What follows belongs to an exercise in optimizing a design on an open flow for small area, a short achievable clock period and few clock cycles per item; a production flow would make more cautious choices.
Function was checked by simulation only, so behaviour that the tests miss may differ from the original.

File: flow/run.sh
#!/bin/bash
# synth_recipe.tcl (not shown) runs the flow's synth.tcl, then flattens the netlist and writes it again
# the make line also repeats each setting of config.mk as NAME=value (left out here)
make -C /OpenROAD-flow-scripts/flow DESIGN_CONFIG=/design/flow/config.mk WORK_HOME=/design/flow/orfs CLKGATE_MAP_FILE= SYNTH_SCRIPT=/design/flow/synth_recipe.tcl finish
File: flow/config.mk
export PLATFORM = sky130hd
export DESIGN_NAME = keyhash
export DESIGN_NICKNAME = keyhash
export VERILOG_FILES = /design/flow/design.v
export SDC_FILE = /design/flow/constraint.sdc
export NUM_CORES = 4
export LEC_CHECK = 0
export CAP_MARGIN = 20
export CORE_MARGIN = 2
export CORE_UTILIZATION = 40
export PLACE_DENSITY = 0.6
export SLEW_MARGIN = 20
File: flow/constraint.sdc
create_clock -name core_clock -period 15.0 [get_ports {clk}]
set_input_delay 3.0000 -clock core_clock [delete_from_list [all_inputs] [get_ports {clk}]]
set_output_delay 3.0000 -clock core_clock [all_outputs]
set_load 0.01 [all_outputs]
File: flow/design.v
module keyhash (
    input  wire        clk,
    input  wire        rst_n,
    input  wire        req_valid,
    output wire        req_ready,
    input  wire [7:0]  req_ns,
    input  wire [7:0]  req_len,      
    input  wire        key_valid,
    output wire        key_ready,
    input  wire [31:0] key_data,
    output reg         res_valid,
    output reg  [63:0] res_hash,
    output reg  [15:0] res_fp
);
    localparam S_IDLE = 2'd0;
    localparam S_LOAD = 2'd1;
    localparam S_COMP = 2'd2;
    localparam S_ADD  = 2'd3;
    reg [1:0]   state;
    reg [7:0]   ns;
    reg [8:0]   msg_len;      
    reg [2:0]   nblocks;      
    reg [2:0]   blk;          
    reg [3:0]   widx;         
    reg [5:0]   round;
    reg [7:0]   carry;        
    reg [31:0]  W [0:15];
    reg [31:0]  H [0:7];
    reg [31:0]  a, b, c, d, e, f, g, h;
    reg [31:0] k_const;
    always @(*) begin
        case (round)
            6'd0:  k_const = 32'h428a2f98; 6'd1:  k_const = 32'h71374491;
            6'd2:  k_const = 32'hb5c0fbcf; 6'd3:  k_const = 32'he9b5dba5;
            6'd4:  k_const = 32'h3956c25b; 6'd5:  k_const = 32'h59f111f1;
            6'd6:  k_const = 32'h923f82a4; 6'd7:  k_const = 32'hab1c5ed5;
            6'd8:  k_const = 32'hd807aa98; 6'd9:  k_const = 32'h12835b01;
            6'd10: k_const = 32'h243185be; 6'd11: k_const = 32'h550c7dc3;
            6'd12: k_const = 32'h72be5d74; 6'd13: k_const = 32'h80deb1fe;
            6'd14: k_const = 32'h9bdc06a7; 6'd15: k_const = 32'hc19bf174;
            6'd16: k_const = 32'he49b69c1; 6'd17: k_const = 32'hefbe4786;
            6'd18: k_const = 32'h0fc19dc6; 6'd19: k_const = 32'h240ca1cc;
            6'd20: k_const = 32'h2de92c6f; 6'd21: k_const = 32'h4a7484aa;
            6'd22: k_const = 32'h5cb0a9dc; 6'd23: k_const = 32'h76f988da;
            6'd24: k_const = 32'h983e5152; 6'd25: k_const = 32'ha831c66d;
            6'd26: k_const = 32'hb00327c8; 6'd27: k_const = 32'hbf597fc7;
            6'd28: k_const = 32'hc6e00bf3; 6'd29: k_const = 32'hd5a79147;
            6'd30: k_const = 32'h06ca6351; 6'd31: k_const = 32'h14292967;
            6'd32: k_const = 32'h27b70a85; 6'd33: k_const = 32'h2e1b2138;
            6'd34: k_const = 32'h4d2c6dfc; 6'd35: k_const = 32'h53380d13;
            6'd36: k_const = 32'h650a7354; 6'd37: k_const = 32'h766a0abb;
            6'd38: k_const = 32'h81c2c92e; 6'd39: k_const = 32'h92722c85;
            6'd40: k_const = 32'ha2bfe8a1; 6'd41: k_const = 32'ha81a664b;
            6'd42: k_const = 32'hc24b8b70; 6'd43: k_const = 32'hc76c51a3;
            6'd44: k_const = 32'hd192e819; 6'd45: k_const = 32'hd6990624;
            6'd46: k_const = 32'hf40e3585; 6'd47: k_const = 32'h106aa070;
            6'd48: k_const = 32'h19a4c116; 6'd49: k_const = 32'h1e376c08;
            6'd50: k_const = 32'h2748774c; 6'd51: k_const = 32'h34b0bcb5;
            6'd52: k_const = 32'h391c0cb3; 6'd53: k_const = 32'h4ed8aa4a;
            6'd54: k_const = 32'h5b9cca4f; 6'd55: k_const = 32'h682e6ff3;
            6'd56: k_const = 32'h748f82ee; 6'd57: k_const = 32'h78a5636f;
            6'd58: k_const = 32'h84c87814; 6'd59: k_const = 32'h8cc70208;
            6'd60: k_const = 32'h90befffa; 6'd61: k_const = 32'ha4506ceb;
            6'd62: k_const = 32'hbef9a3f7; default: k_const = 32'hc67178f2;
        endcase
    end
    wire [6:0]  gword    = {blk[1:0], widx};            
    wire [8:0]  gbyte    = {gword, 2'b00};              
    wire [8:0]  pad_end  = {nblocks, 6'd0};             
    wire [15:0] bitlen   = {4'd0, msg_len, 3'd0};
    wire        need_key = ({gword, 2'b00} < {1'b0, msg_len} - 9'd1) && (msg_len > 9'd1);
    wire [31:0] kd = need_key ? key_data : 32'd0;
    wire [7:0] src_byte [0:3];
    assign src_byte[0] = carry;
    assign src_byte[1] = kd[31:24];
    assign src_byte[2] = kd[23:16];
    assign src_byte[3] = kd[15:8];
    reg [31:0] msg_word;
    reg [8:0]  bi;
    integer q;
    always @(*) begin
        for (q = 0; q < 4; q = q + 1) begin
            bi = gbyte + q[8:0];
            if (bi == 9'd0)
                msg_word[31-8*q -: 8] = ns;
            else if (bi < msg_len)
                msg_word[31-8*q -: 8] = src_byte[q];
            else if (bi == msg_len)
                msg_word[31-8*q -: 8] = 8'h80;
            else if (bi == pad_end - 9'd2)
                msg_word[31-8*q -: 8] = bitlen[15:8];
            else if (bi == pad_end - 9'd1)
                msg_word[31-8*q -: 8] = bitlen[7:0];
            else
                msg_word[31-8*q -: 8] = 8'h00;
        end
    end
    wire load_step = (state == S_LOAD) && (!need_key || key_valid);
    assign req_ready = (state == S_IDLE);
    assign key_ready = (state == S_LOAD) && need_key;
    wire [31:0] s1  = {e[5:0], e[31:6]} ^ {e[10:0], e[31:11]} ^ {e[24:0], e[31:25]};
    wire [31:0] ch  = (e & f) ^ (~e & g);
    wire [31:0] t1  = h + s1 + ch + k_const + W[0];
    wire [31:0] s0  = {a[1:0], a[31:2]} ^ {a[12:0], a[31:13]} ^ {a[21:0], a[31:22]};
    wire [31:0] maj = (a & b) ^ (a & c) ^ (b & c);
    wire [31:0] t2  = s0 + maj;
    wire [31:0] ss0   = {W[1][6:0], W[1][31:7]} ^ {W[1][17:0], W[1][31:18]} ^ (W[1] >> 3);
    wire [31:0] ss1   = {W[14][16:0], W[14][31:17]} ^ {W[14][18:0], W[14][31:19]} ^ (W[14] >> 10);
    wire [31:0] w_new = ss1 + W[9] + ss0 + W[0];
    wire [31:0] h0n = H[0] + a;
    wire [31:0] h1n = H[1] + b;
    wire [31:0] h2n = H[2] + c;
    integer i;
    always @(posedge clk) begin
        if (!rst_n) begin
            state     <= S_IDLE;
            res_valid <= 1'b0;
        end else begin
            res_valid <= 1'b0;
            case (state)
                S_IDLE: begin
                    if (req_valid) begin
                        ns      <= req_ns;
                        msg_len <= {1'b0, req_len} + 9'd1;
                        nblocks <= ({1'b0, req_len} + 9'd1 + 9'd72) >> 6;
                        blk     <= 3'd0;
                        widx    <= 4'd0;
                        carry   <= 8'd0;
                        H[0] <= 32'h6a09e667; H[1] <= 32'hbb67ae85;
                        H[2] <= 32'h3c6ef372; H[3] <= 32'ha54ff53a;
                        H[4] <= 32'h510e527f; H[5] <= 32'h9b05688c;
                        H[6] <= 32'h1f83d9ab; H[7] <= 32'h5be0cd19;
                        state   <= S_LOAD;
                    end
                end
                S_LOAD: begin
                    if (load_step) begin
                        W[widx] <= msg_word;
                        if (need_key)
                            carry <= key_data[7:0];
                        widx <= widx + 4'd1;
                        if (widx == 4'd15) begin
                            a <= H[0]; b <= H[1]; c <= H[2]; d <= H[3];
                            e <= H[4]; f <= H[5]; g <= H[6]; h <= H[7];
                            round <= 6'd0;
                            state <= S_COMP;
                        end
                    end
                end
                S_COMP: begin
                    h <= g;
                    g <= f;
                    f <= e;
                    e <= d + t1;
                    d <= c;
                    c <= b;
                    b <= a;
                    a <= t1 + t2;
                    for (i = 0; i < 15; i = i + 1)
                        W[i] <= W[i+1];
                    W[15] <= w_new;
                    round <= round + 6'd1;
                    if (round == 6'd63)
                        state <= S_ADD;      
                end
                S_ADD: begin
                    H[0] <= H[0] + a; H[1] <= H[1] + b;
                    H[2] <= H[2] + c; H[3] <= H[3] + d;
                    H[4] <= H[4] + e; H[5] <= H[5] + f;
                    H[6] <= H[6] + g; H[7] <= H[7] + h;
                    if (blk + 3'd1 == nblocks) begin
                        res_valid <= 1'b1;
                        res_hash  <= {h0n, h1n};
                        res_fp    <= h2n[31:16];
                        state     <= S_IDLE;
                    end else begin
                        blk   <= blk + 3'd1;
                        widx  <= 4'd0;
                        state <= S_LOAD;
                    end
                end
            endcase
        end
    end
endmodule
==> run notes <==
# TYPE chip_impl_metric gauge
chip_impl_metric{name="die_width",unit="um"} 433.0
chip_impl_metric{name="dr.first_iter.drc_count",unit=""} 4660
chip_impl_metric{name="design.core.area",unit="um2"} 183100
chip_impl_metric{name="dr_vias_cell",unit=""} 5.582
chip_impl_info{name="synth_most_common_cell",value="sky130_fd_sc_hd__edfxtp_1"} 1
chip_impl_metric{name="fin_crit_sh",unit="%"} 57.03
chip_impl_info{name="setup.worst_path.start_class",value="flip-flop"} 1
chip_impl_metric{name="max_slew_margin",unit="%"} 18.72
chip_impl_metric{name="post_cts.resized_instances",unit=""} 0
chip_impl_metric{name="wirelength",unit="um"} 215300
chip_impl_metric{name="timing.max_cap.violations",unit=""} 0
chip_impl_metric{name="placementRows",unit=""} 157
chip_impl_metric{name="cts_inserted_buffers",unit=""} 137
chip_impl_metric{name="finalSetupTns",unit="ns"} 0
chip_impl_metric{name="max_freq",unit="GHz"} 0.1169
chip_impl_metric{name="antenna_violating_nets_post_route",unit=""} 0
chip_impl_info{name="clock_tree_from_tritoncts",value="yes"} 1
chip_impl_metric{name="worstPathRequired",unit="ns"} 15.53
chip_impl_metric{name="postSynthRegisterBits",unit=""} 1180
chip_impl_info{name="timing.critical_path.slowest_stage_cell",value="sky130_fd_sc_hd__edfxtp_1"} 1
chip_impl_metric{name="cts-htree-levels",unit=""} 4
chip_impl_metric{name="tritoncts_num_sinks",unit=""} 1180
chip_impl_metric{name="fin_area",unit="um2"} 82370
chip_impl_metric{name="critPathArrivalTime",unit="ns"} 9.08
chip_impl_metric{name="placement.io_buffers",unit=""} 134
chip_impl_metric{name="hold_viol",unit=""} 0
chip_impl_metric{name="worst_path_largest_cell_delay",unit="ns"} 0.57
chip_impl_info{name="synth_commonest_cells",value="sky130_fd_sc_hd__edfxtp_1, sky130_fd_sc_hd__a21o_1, sky130_fd_sc_hd__inv_1"} 1
chip_impl_metric{name="clock_path_buffers",unit=""} 3
chip_impl_metric{name="floorplan.initialDensity",unit="%"} 40.22
chip_impl_metric{name="period_needed",unit="ns"} 8.555
chip_impl_metric{name="finalWeightedCongestion",unit=""} 0.9547
chip_impl_info{name="grt_setup_unrepaired",value="no"} 1
chip_impl_metric{name="layout_filler_cell_count",unit=""} 17120
chip_impl_metric{name="die_y",unit="um"} 433.0
chip_impl_info{name="path_common_cell",value="sky130_fd_sc_hd__fa_1"} 1
chip_impl_metric{name="post_synth.cell_area_avg",unit="um2"} 11.39
chip_impl_metric{name="antenna_found_initial",unit=""} 5
chip_impl_metric{name="gr-total-overflow",unit=""} 0
chip_impl_metric{name="remaining_drc_errors",unit=""} 0
chip_impl_metric{name="synth.yosys.seq_area_share",unit="%"} 47.65
chip_impl_metric{name="syn-num-nets",unit=""} 7128
chip_impl_metric{name="first_global_vias",unit=""} 49800
chip_impl_metric{name="synth.top_cell.area_share",unit="%"} 46.70
chip_impl_info{name="min_path_type",value="flip-flop to flip-flop"} 1
chip_impl_metric{name="synth.cell_area",unit="um2"} 73630
chip_impl_metric{name="largest_net_degree_at_the_start_of_global_routing",unit=""} 190
chip_impl_info{name="yosys-top-cells-area",value="sky130_fd_sc_hd__edfxtp_1, sky130_fd_sc_hd__a21o_1, sky130_fd_sc_hd__ha_1"} 1
chip_impl_metric{name="drt_pre_antenna_iters",unit=""} 7
chip_impl_metric{name="clkLatencyLatePin",unit="ns"} 0.79
chip_impl_metric{name="multi_input_area",unit="um2"} 35880
chip_impl_metric{name="syn_to_final_growth",unit="%"} 11.87
chip_impl_metric{name="final.setup_skew",unit="ns"} 0.04040
chip_impl_metric{name="cts_setup_buffers",unit=""} 0
chip_impl_info{name="cts_root_buffer",value="sky130_fd_sc_hd__clkbuf_16"} 1
chip_impl_metric{name="critPathMaxFanout",unit=""} 6
chip_impl_metric{name="ios",unit=""} 135
chip_impl_metric{name="yosys.cell_types.count",unit=""} 92
chip_impl_metric{name="post_drt_wl_per_cell",unit="um"} 23.67
chip_impl_metric{name="timing_max_transition_violations_final",unit=""} 0
chip_impl_metric{name="hpwl",unit="um"} 155800
chip_impl_metric{name="edff_count_synth",unit=""} 1145
chip_impl_info{name="worst-setup-path-type",value="flip-flop to flip-flop"} 1
chip_impl_metric{name="async_reset_ff_share",unit="%"} 0
chip_impl_metric{name="setup_violations",unit=""} 0
chip_impl_metric{name="path_clk_slew",unit="ns"} 0.06
chip_impl_info{name="outcome",value="complete, no violations"} 1
chip_impl_info{name="synth_area_leader_cell",value="sky130_fd_sc_hd__edfxtp_1"} 1
chip_impl_info{name="synth_top_flop_cell",value="sky130_fd_sc_hd__edfxtp_1"} 1
chip_impl_metric{name="syn_inst",unit=""} 6466
chip_impl_metric{name="final_net_count",unit=""} 7177
chip_impl_metric{name="placed_cell_area",unit="um2"} 77680
chip_impl_metric{name="postCtsHoldBufs",unit=""} 0
chip_impl_info{name="cp-end-kind",value="flip-flop"} 1
chip_impl_metric{name="final_layout_size_suffix_gt1_share",unit="%"} 9.264
chip_impl_metric{name="grt_util_all_layers",unit="%"} 22.67
chip_impl_metric{name="timing_worst_slew_pin_value",unit="ns"} 1.188
chip_impl_metric{name="yosysWarnings",unit=""} 2
chip_impl_metric{name="vias",unit=""} 50780
chip_impl_metric{name="die-area",unit="um2"} 187500
chip_impl_metric{name="grt_first_pass_wirelength",unit="um"} 321200
chip_impl_metric{name="regArea",unit="um2"} 35080
[kinds of logic (layout without fill, tap and decap cells)]
group,Yosys count,count (layout),share of synthesized area [%]
XOR/XNOR,605,605,7.215
other,0,5,0
buffers and inverters,761,923,3.988
AND/OR/NAND/NOR,1213,1213,7.968
multiplexers,280,280,4.299
flip-flops,1180,1180,47.65
adder cells (fa/ha/maj),613,613,12.40
AO/OA/AOI/OAI,1814,1814,16.48
[worst paths after layout]
kind,cells after the start,slack [ns],endpoint,from
max reg2reg,34,6.45,a[29],e[26]
max,34,6.45,a[29],e[26]
min,1,0.51,W[11][26],W[12][26]
min reg2reg,1,0.51,W[11][26],W[12][26]
[final cells by class]
| type | instances | area share (%) |
|---|---|---|
| multi-input combinational | 4525 | 43.56 |
| timing repair buffer | 200 | 2.280 |
| sequential | 1180 | 42.59 |
| antenna | 5 | 0.01519 |
| inverter | 471 | 2.148 |
| tap | 2464 | 3.743 |
| clock buffer | 170 | 4.414 |
| clock inverter | 82 | 1.249 |
[sequential cells by signal (all words and copies together), names as in the netlist]
| register | count |
|---|---|
| H | 256 |
| W | 512 |
| a | 32 |
| b | 32 |
| blk | 3 |
| c | 32 |
| carry | 8 |
| d | 32 |
| e | 32 |
| f | 32 |
| g | 32 |
| h | 32 |
| k_const | 32 |
| msg_len | 9 |
| nblocks | 3 |
| ns | 8 |
| res_fp | 16 |
| res_hash | 64 |
| res_valid | 1 |
| round | 6 |
| state | 2 |
| widx | 4 |
[worst max-delay path, delay by kind of cell, from the launching register on]
family | cells | cell delay, ns
multiplexers | 1 | 0.26
adder cells (fa/ha/maj) | 7 | 2.56
flip-flops | 1 | 0.57
AND/OR/NAND/NOR | 4 | 0.51
AO/OA/AOI/OAI | 15 | 3.50
XOR/XNOR | 4 | 0.71
buffers and inverters | 3 | 0.17
[stage by stage]
step                hold WS [ns]  instances  util (%)  setup WS, ns
floorplan                 0.4951       6466         -        0.3869
global placement          0.4966       8840     42.43         6.599
detailed placement        0.5021       8840     42.43         6.545
CTS                       0.5004       9092     44.98         6.512
global route              0.5144       9092     44.98         5.883
finish                    0.5058       9097     44.99         6.445
[cell usage in the layout (no fill, tap or decap), types with 14 or more instances in the layout]
cell type,synthesis,routed
sky130_fd_sc_hd__a211oi_1,44,44
sky130_fd_sc_hd__a21boi_0,14,14
sky130_fd_sc_hd__a21o_1,698,698
sky130_fd_sc_hd__a21oi_1,382,379
sky130_fd_sc_hd__a31oi_1,42,42
sky130_fd_sc_hd__and2_1,88,87
sky130_fd_sc_hd__and3_1,33,32
sky130_fd_sc_hd__buf_4,10,62
sky130_fd_sc_hd__bufinv_16,0,16
sky130_fd_sc_hd__clkbuf_1,242,28
sky130_fd_sc_hd__clkbuf_16,0,140
sky130_fd_sc_hd__clkdlybuf4s50_1,0,134
sky130_fd_sc_hd__clkinv_1,2,27
sky130_fd_sc_hd__clkinv_2,0,19
sky130_fd_sc_hd__dfxtp_1,35,35
sky130_fd_sc_hd__edfxtp_1,1145,1145
sky130_fd_sc_hd__fa_1,195,195
sky130_fd_sc_hd__ha_1,415,413
sky130_fd_sc_hd__inv_1,468,467
sky130_fd_sc_hd__mux2_2,266,266
sky130_fd_sc_hd__nand2_1,323,322
sky130_fd_sc_hd__nand2b_1,107,107
sky130_fd_sc_hd__nand3_1,86,86
sky130_fd_sc_hd__nand4_1,29,29
sky130_fd_sc_hd__nor2_1,325,320
sky130_fd_sc_hd__nor2b_1,45,45
sky130_fd_sc_hd__nor3_1,72,72
sky130_fd_sc_hd__nor4_1,14,14
sky130_fd_sc_hd__o211ai_1,43,43
sky130_fd_sc_hd__o21a_1,43,43
sky130_fd_sc_hd__o21ai_0,291,274
sky130_fd_sc_hd__o21ai_4,0,16
sky130_fd_sc_hd__o21bai_1,48,48
sky130_fd_sc_hd__o31ai_1,22,22
sky130_fd_sc_hd__or2_2,18,18
sky130_fd_sc_hd__or3_1,30,30
sky130_fd_sc_hd__xnor2_1,418,418
sky130_fd_sc_hd__xor2_1,186,186
[routing by layer]
layer | GRT usage, % | vias up | routed length [um]
met1 | 30.05 | 25430 | 92500
met3 | 3.155 | 310 | 11210
met4 | 6.512 | 4 | 6111
met2 | 38.58 | 1515 | 105500
li1 | - | 23520 | -
met5 | 0 | - | 30
Testbench counts, summed over its fixed seeds: cycles 284,045, keys 2,400.

-- port drivers added, routing unchanged --
In the flow no input, the clock included, has a driving cell. The finished layout below was timed again as built, in two steps.
Step 1 (the two cells are an assumption about what drives the block):
set clk [get_ports {clk}]
set_driving_cell -lib_cell sky130_fd_sc_hd__clkbuf_16 $clk
set_driving_cell -lib_cell sky130_fd_sc_hd__buf_2 [delete_from_list [all_inputs] $clk]
Step 2 adds t to the input delays and takes it off the output delays; t is the mean of the earliest and latest rising clock arrival at the registers after step 1. Input paths then give back, and output paths get back, about the clock's delay inside the block.
Three values: no drivers, after step 1, after step 2; two values: the first two.
t (ns): 0.849
setup WS [ns]: 6.445 / 6.445 / 6.445
pins driven straight from the clock port: 1
After both steps setup and hold are still met in this run. For this run, drivers alone change the setup slack by 0.000 ns; drivers and shift together by 0.000 ns.
